From an optimization exercise on the open Yosys and OpenROAD flow, aimed at small area and a short achievable clock period; shortcuts taken in it are not production practice. Function was checked by simulation only, so behaviour that the tests miss may differ from the original.

Design easel_xu, start of the top module:
module easel_xu (
    input  wire        clk,
    input  wire        rst,         
    input  wire        issue,
    input  wire [31:0] instr,
    input  wire [31:0] opa,         
    input  wire [31:0] opb,         
    input  wire        sat_clr,     
    output reg         w1_valid,
    output reg  [4:0]  w1_rd,
    output reg  [31:0] w1_data,
    output reg         w3_valid,
    output reg  [4:0]  w3_rd,
    output wire [31:0] w3_data,
    output reg         ill,
    output wire        sat
);
clock: 10.5 ns
lec_check: 0
abc_area: 1
cap_margin: 20
core_margin: 2
core_utilization: 50
slew_margin: 20
standard.sh (not shown) runs the stock make flow with config.mk's settings and CLKGATE_MAP_FILE= SYNTH_SCRIPT=/design/flow/synth_recipe.tcl, a recipe that flattens the netlist after the stock synthesis.
==> flow/flow/run.sh <==
#!/bin/bash
set -euo pipefail
bash standard.sh "BUFFER_PORTS_ARGS=-buffer_cell sky130_fd_sc_hd__buf_2" \
  SETUP_SLACK_MARGIN=5.5 finish > standard_make.log 2>&1
Change:
--- a/flow/design.v
+++ b/flow/design.v
@@ -364,53 +364,54 @@
             if ((j + a_sh >= 48) && (acc_sel[j] != acc_sel[63])) fitB = 1'b0;
         end
     end
     wire [31:0] w32   = v48[47:16];
     wire        st0   = |v48[14:0];
     wire        inc0  = a_r & v48[15] & (st0 | v48[16]);
     wire        st1   = |v48[30:0];
     wire        inc1  = a_r & v48[31] & (st1 | v48[32]);
     wire        fmt1  = s2_fn[0];
-    wire [31:0] rnd32 = w32 + {15'd0, fmt1 & inc1, 15'd0, ~fmt1 & inc0};
     wire        rmax0 = inc0 & (w32 == 32'h7FFF_FFFF);
     wire        rmax1 = inc1 & (w32[31:16] == 16'h7FFF);
     wire        a_sgn = acc_sel[63];
     wire        asat0 = a_sgn ? (~fitA & ~(fitB & rmax0)) : (~fitA | rmax0);
     wire        asat1 = a_sgn ? (~fitA & ~(fitB & rmax1)) : (~fitA | rmax1);
     reg  [31:0] accr_res;
     reg         accr_sat;
     always @(*) begin
         accr_sat = 1'b0;
         case (s2_fn[1:0])
         2'd0: begin
             accr_sat = asat0;
-            accr_res = asat0 ? (a_sgn ? 32'h8000_0000 : 32'h7FFF_FFFF) : rnd32;
+            accr_res = asat0 ? (a_sgn ? 32'h8000_0000 : 32'h7FFF_FFFF) : w32;
         end
         2'd1: begin
             accr_sat = asat1;
-            accr_res = asat1 ? (a_sgn ? 32'hFFFF_8000 : 32'h0000_7FFF)
-                             : {{16{rnd32[31]}}, rnd32[31:16]};
+            accr_res = asat1 ? (a_sgn ? 32'h8000_0000 : 32'h7FFF_0000) : w32;
         end
         2'd2: accr_res = acc_sel[63:32];
         default: accr_res = acc_sel[31:0];
         endcase
     end
     wire s2_sat = (s2_kind == K_MAC)  ? m_ovf :
                   (s2_kind == K_ACCR) ? accr_sat : 1'b0;
     wire s2_wacc = (s2_kind == K_MAC) | (s2_kind == K_ACCW);
     wire s2_wreg = (s2_kind == K_MUL) | (s2_kind == K_ACCR);
     reg  [32:0] w3_pre;
     reg         w3_q15, w3_q31;          
+    reg         w3_hi;                   
+    reg         w3_i0, w3_i16;           
     reg         sat_r;
     wire        w3_ovf = w3_pre[32] ^ w3_pre[31];
+    wire [31:0] w3_v   = w3_pre[31:0] + {15'd0, w3_i16, 15'd0, w3_i0};
     assign w3_data = (w3_q31 & w3_ovf) ? (w3_pre[32] ? 32'h8000_0000 : 32'h7FFF_FFFF) :
                      (w3_q15 & w3_ovf) ? (w3_pre[32] ? 32'hFFFF_8000 : 32'h0000_7FFF) :
-                     w3_q15 ? {{16{w3_pre[31]}}, w3_pre[31:16]} : w3_pre[31:0];
+                     w3_hi ? {{16{w3_v[31]}}, w3_v[31:16]} : w3_v;
     assign sat = sat_r | ((w3_q15 | w3_q31) & w3_ovf);
     wire [64:0] acc_wd = rst ? 65'd0 : {m_ovf, acc_new};
     wire        acc_w  = s2_valid && s2_wacc;
     always @(posedge clk) begin
         if (rst || (acc_w && s2_idx == 2'd0)) {aco0, acc0} <= acc_wd;
         if (rst || (acc_w && s2_idx == 2'd1)) {aco1, acc1} <= acc_wd;
         if (rst || (acc_w && s2_idx == 2'd2)) {aco2, acc2} <= acc_wd;
         if (rst || (acc_w && s2_idx == 2'd3)) {aco3, acc3} <= acc_wd;
     end
@@ -441,18 +442,21 @@
         s2_y     <= s1_pair ? 49'd0 : pc[64:16];
         s2_c16   <= s1_pair ? 1'b0 : lo[16];
         s2_lo    <= lo[14:0];
         s2_tie31en <= (s1_inj == 2'd3);
         s2_rsv   <= rsel_n & ~aco_nx;
         s2_osel  <= |(rsel_n & aco_nx);
         s2_osgn  <= |(rsel_n & a63_nx);
         w3_rd    <= s2_rd;
         w3_pre   <= (s2_kind == K_ACCR) ? {1'b0, accr_res} : mul_pre;
+        w3_hi    <= (s2_kind == K_ACCR) ? (s2_fn[1:0] == 2'd1) : s2_q15;
+        w3_i0    <= (s2_kind == K_ACCR) & (s2_fn[1:0] == 2'd0) & inc0 & ~asat0;
+        w3_i16   <= (s2_kind == K_ACCR) & (s2_fn[1:0] == 2'd1) & inc1 & ~asat1;
         if (rst) begin
             w1_valid <= 1'b0;
             w3_valid <= 1'b0;
             ill      <= 1'b0;
             sat_r    <= 1'b0;
             w3_q15   <= 1'b0;
             w3_q31   <= 1'b0;
             s1_valid <= 1'b0;
             s2_valid <= 1'b0;
The new run finished with timing, DRC and antenna clean.
Count of clock-buffer cells in the layout goes up by 11.
Routed wire length shrinks by 2.2%.
Final cell count rises by 1.1%.
Utilization rose by 0.27 points.
Worst setup slack got worse by 0.59 ns.
Cell area is higher by 1.3%.
Area after synthesis stays flat.
Hold slack is worse by 0.0040 ns.
Global-route usage falls by 1.4 points.
Critical path depth is higher by 8.

[re-timing with driven ports]
The results above use ideal ports. As a check the final layouts listed here were re-extracted and re-timed, cells and wires unchanged.
Step 1: set_driving_cell puts a clkbuf_16 on clk and a buf_2 on each other input, an assumption about the parent block.
Step 2 also shifts input and output timing later by t, the mid clock arrival at the registers, as if the neighbouring blocks saw the same clock.
Three values: no drivers, after step 1, after step 2; two values: the first two.
run | t, ns | setup slack, ns | worst setup path at the end | slew at the worst register clock pin (ns)
the first run | 0.780 | 5.350 / 5.350 / 4.730 | input to register | 0.08 / 0.08
the second run | 0.756 | 4.762 / 4.671 / 4.806 | input to register | 0.07 / 0.07
After both steps setup and hold are still met in every run listed. The setup slack of the first run, which loses most, moves by 0.000 ns with the drivers and by -0.620 ns with both steps.
